Background: an optimization exercise with open tools, aiming at small area, a short achievable clock period and few clock cycles per item. Do not read the settings as production practice.
At most, simulation tests tie the RTL to the original design; equivalence was not proved.
Power is estimated from default activity; no workload was simulated. No driver is modelled on the clock port, so clocking that relies on it looks cheaper here than on a real chip.

## indigo
==> flow/design.v (excerpt) <==
module psn_line_decoder (
    input  wire        clk,
    input  wire        rst_n,
    input  wire        in_valid,
    output wire        in_ready,
    input  wire [39:0] in_beat,
    input  wire        in_marked,
    input  wire [3:0]  in_mark_pos,
    output wire        out_valid,
    input  wire        out_ready,
    output wire [31:0] out_data,
    output wire        out_last,
    output wire [2:0]  out_status,
    output wire [3:0]  out_pos
);
==> flow/config.mk <==
export PLATFORM = sky130hd
export DESIGN_NAME = psn_line_decoder
export DESIGN_NICKNAME = psn_line_decoder
export VERILOG_FILES = /design/flow/design.v
export SDC_FILE = /design/flow/constraint.sdc
export NUM_CORES = 4
export LEC_CHECK = 0
export CAP_MARGIN = 10
export CORE_MARGIN = 2
export CORE_UTILIZATION = 40
export CTS_CLUSTER_DIAMETER = 80
export CTS_CLUSTER_SIZE = 30
export SETUP_SLACK_MARGIN = 4.3
export SLEW_MARGIN = 10
==> flow/constraint.sdc <==
create_clock -name core_clock -period 7.0 [get_ports {clk}]
set_input_delay 1.4000 -clock core_clock [delete_from_list [all_inputs] [get_ports {clk}]]
set_output_delay 1.4000 -clock core_clock [all_outputs]
set_load 0.01 [all_outputs]
standard.sh (not shown) runs the stock make flow with config.mk's settings and CLKGATE_MAP_FILE= SYNTH_SCRIPT=/design/flow/synth_recipe.tcl, a recipe that flattens the netlist after the stock synthesis.
==> flow/flow/run.sh <==
#!/bin/bash
# The standard layout (standard.sh, unchanged synthesis, floorplan, power grid and
# routing) with two settings passed to the ORFS scripts:
#  - the ports are buffered with sky130_fd_sc_hd__buf_2 instead of the default cell
#    (clkdlybuf4s50_1, a delay cell), still one buffer per input and output port;
#  - clock tree synthesis with the sink clustering of config.mk.
# standard.sh's full output goes to standard.log in the work folder; ORFS's own logs
# stay under orfs/logs.
set -euo pipefail
export BUFFER_PORTS_ARGS="-buffer_cell sky130_fd_sc_hd__buf_2"
export CTS_ARGS="-sink_clustering_enable -repair_clock_nets -sink_clustering_size 30 -sink_clustering_max_diameter 80"
bash standard.sh > standard.log 2>&1
Testbench counts of indigo, summed over its fixed seeds: cycles 23,148, lines 1,440.
Relative to indigo, the following input files were edited for maple:
--- a/flow/flow/run.sh
+++ b/flow/flow/run.sh
@@ -6 +6 @@
-#  - clock tree synthesis with the sink clustering of config.mk.
+#  - clock tree synthesis without dummy loads, with the sink clustering of config.mk.
@@ -11 +11 @@
-export CTS_ARGS="-sink_clustering_enable -repair_clock_nets -sink_clustering_size 30 -sink_clustering_max_diameter 80"
+export CTS_ARGS="-sink_clustering_enable -repair_clock_nets -sink_clustering_size 30 -sink_clustering_max_diameter 80 -dont_use_dummy_load"
==> run summary <==
Critical path required time, indigo and maple: higher on indigo. In the reports for indigo and maple, the smaller count of inverters other than clock inverters in the layout belongs to indigo. Going from indigo to maple, met2 layer wire length in the routed design shrinks by about 0.8%. indigo → maple: power consumption went down, final critical delay including setup and external delays went down, end-of-flow core utilization went down, max-cap violation count did not really move. Compared with indigo, in maple maximum frequency up about 0.9%, non-filler instance count after layout decreased by 0.61% relative to the old numbers, area fraction of clock buffers and clock inverters went down 0.94 points, sequential share of layout area has increased. indigo ended up with reg -> reg as its path type of the worst setup path; maple ended up with reg -> out.


Another version of the RTL of psn_line_decoder (not shown whole).
Size: roughly 750 flip-flops, about 91 I/O pins, roughly 0.020 sq mm of cells after synthesis.
==> flow/config.mk <==
export PLATFORM = sky130hd
export DESIGN_NAME = psn_line_decoder
export DESIGN_NICKNAME = psn_line_decoder
export VERILOG_FILES = /design/flow/design.v
export SDC_FILE = /design/flow/constraint.sdc
export NUM_CORES = 4
export LEC_CHECK = 0
export CAP_MARGIN = 10
export CORE_MARGIN = 2
export CORE_UTILIZATION = 40
export CTS_CLUSTER_DIAMETER = 80
export CTS_CLUSTER_SIZE = 30
export PLACE_DENSITY = 0.75
export SETUP_SLACK_MARGIN = 4.3
export SLEW_MARGIN = 10
==> flow/constraint.sdc <==
create_clock -name core_clock -period 7.0 [get_ports {clk}]
set_input_delay 1.4000 -clock core_clock [delete_from_list [all_inputs] [get_ports {clk}]]
set_output_delay 1.4000 -clock core_clock [all_outputs]
set_load 0.01 [all_outputs]
==> flow/flow/run.sh <==
#!/bin/bash
# The standard layout (standard.sh, unchanged synthesis, floorplan, power grid and
# routing) with two settings passed to the ORFS scripts:
#  - the ports are buffered with sky130_fd_sc_hd__buf_2 instead of the default cell
#    (clkdlybuf4s50_1, a delay cell), still one buffer per input and output port;
#  - clock tree synthesis without dummy loads, with the sink clustering of config.mk.
# standard.sh's full output goes to standard.log in the work folder; ORFS's own logs
# stay under orfs/logs.
set -euo pipefail
export BUFFER_PORTS_ARGS="-buffer_cell sky130_fd_sc_hd__buf_2"
export CTS_ARGS="-sink_clustering_enable -repair_clock_nets -sink_clustering_size 30 -sink_clustering_max_diameter 80 -dont_use_dummy_load"
bash standard.sh > standard.log 2>&1
The starting point ran to the end with no violations.
Edit:
Settings changed: PLACE_DENSITY 0.75 to unset, TNS_END_PERCENT set to 30.
The changed run passed the timing, DRC and antenna checks.
Synthesized area does not change.
Non-clock buffer count shrinks by 1.
Design area stays flat.
Utilization stays flat.
Global-route usage shrinks by 0.44 points.
Routed wire length shrinks by 3.3%.
Setup slack improved by 0.017 ns.
Clock power grows by about 2%.
Cell count hardly moves.
Die area stays the same.
Edit:
Settings changed: TNS_END_PERCENT 30 to unset.
Via count is higher slightly.
Cell count is higher slightly.
Final area is higher slightly.
Sequential power barely changes.
Die area is unchanged.
Clock power is higher by a few percent.
Power is higher slightly.
Setup slack improves by 0.040 ns.
Critical path depth does not change.
Non-clock buffer count is higher by 4.
Maximum frequency is higher slightly.
No run of this note included a check of the RTL's function; only the layout flow was run.

## static timing again, ports no longer ideal
In the flow no input, the clock included, has a driving cell. The finished layouts below were timed again as built, in two steps.
Step 1: set_driving_cell puts a clkbuf_16 on clk and a buf_2 on each other input, an assumption about the parent block.
Step 2, shift: input delay + t, output delay - t, t = (earliest + latest rising clock arrival at the registers) / 2. This alone moves slack from input paths to output paths.
a / b / c = ideal / step 1 / step 2; a / b = the first two.
run | t (ns) | setup slack, ns | clock arrival spread, ns
indigo | 0.603 | 4.339 / 4.319 / 3.850 | 0.041 / 0.041
maple | 0.583 | 4.363 / 4.310 / 3.870 | 0.091 / 0.091
the first run of note 2 | 0.625 | 4.311 / 4.271 / 3.871 | 0.138 / 0.138
the second run of note 2 | 0.632 | 4.328 / 4.279 / 3.892 | 0.066 / 0.066
the third run of note 2 | 0.583 | 4.368 / 4.329 / 3.894 | 0.113 / 0.113
After both steps setup and hold are still met in every run listed. For maple, which loses most, drivers alone change the setup slack by -0.053 ns; drivers and shift together by -0.493 ns.
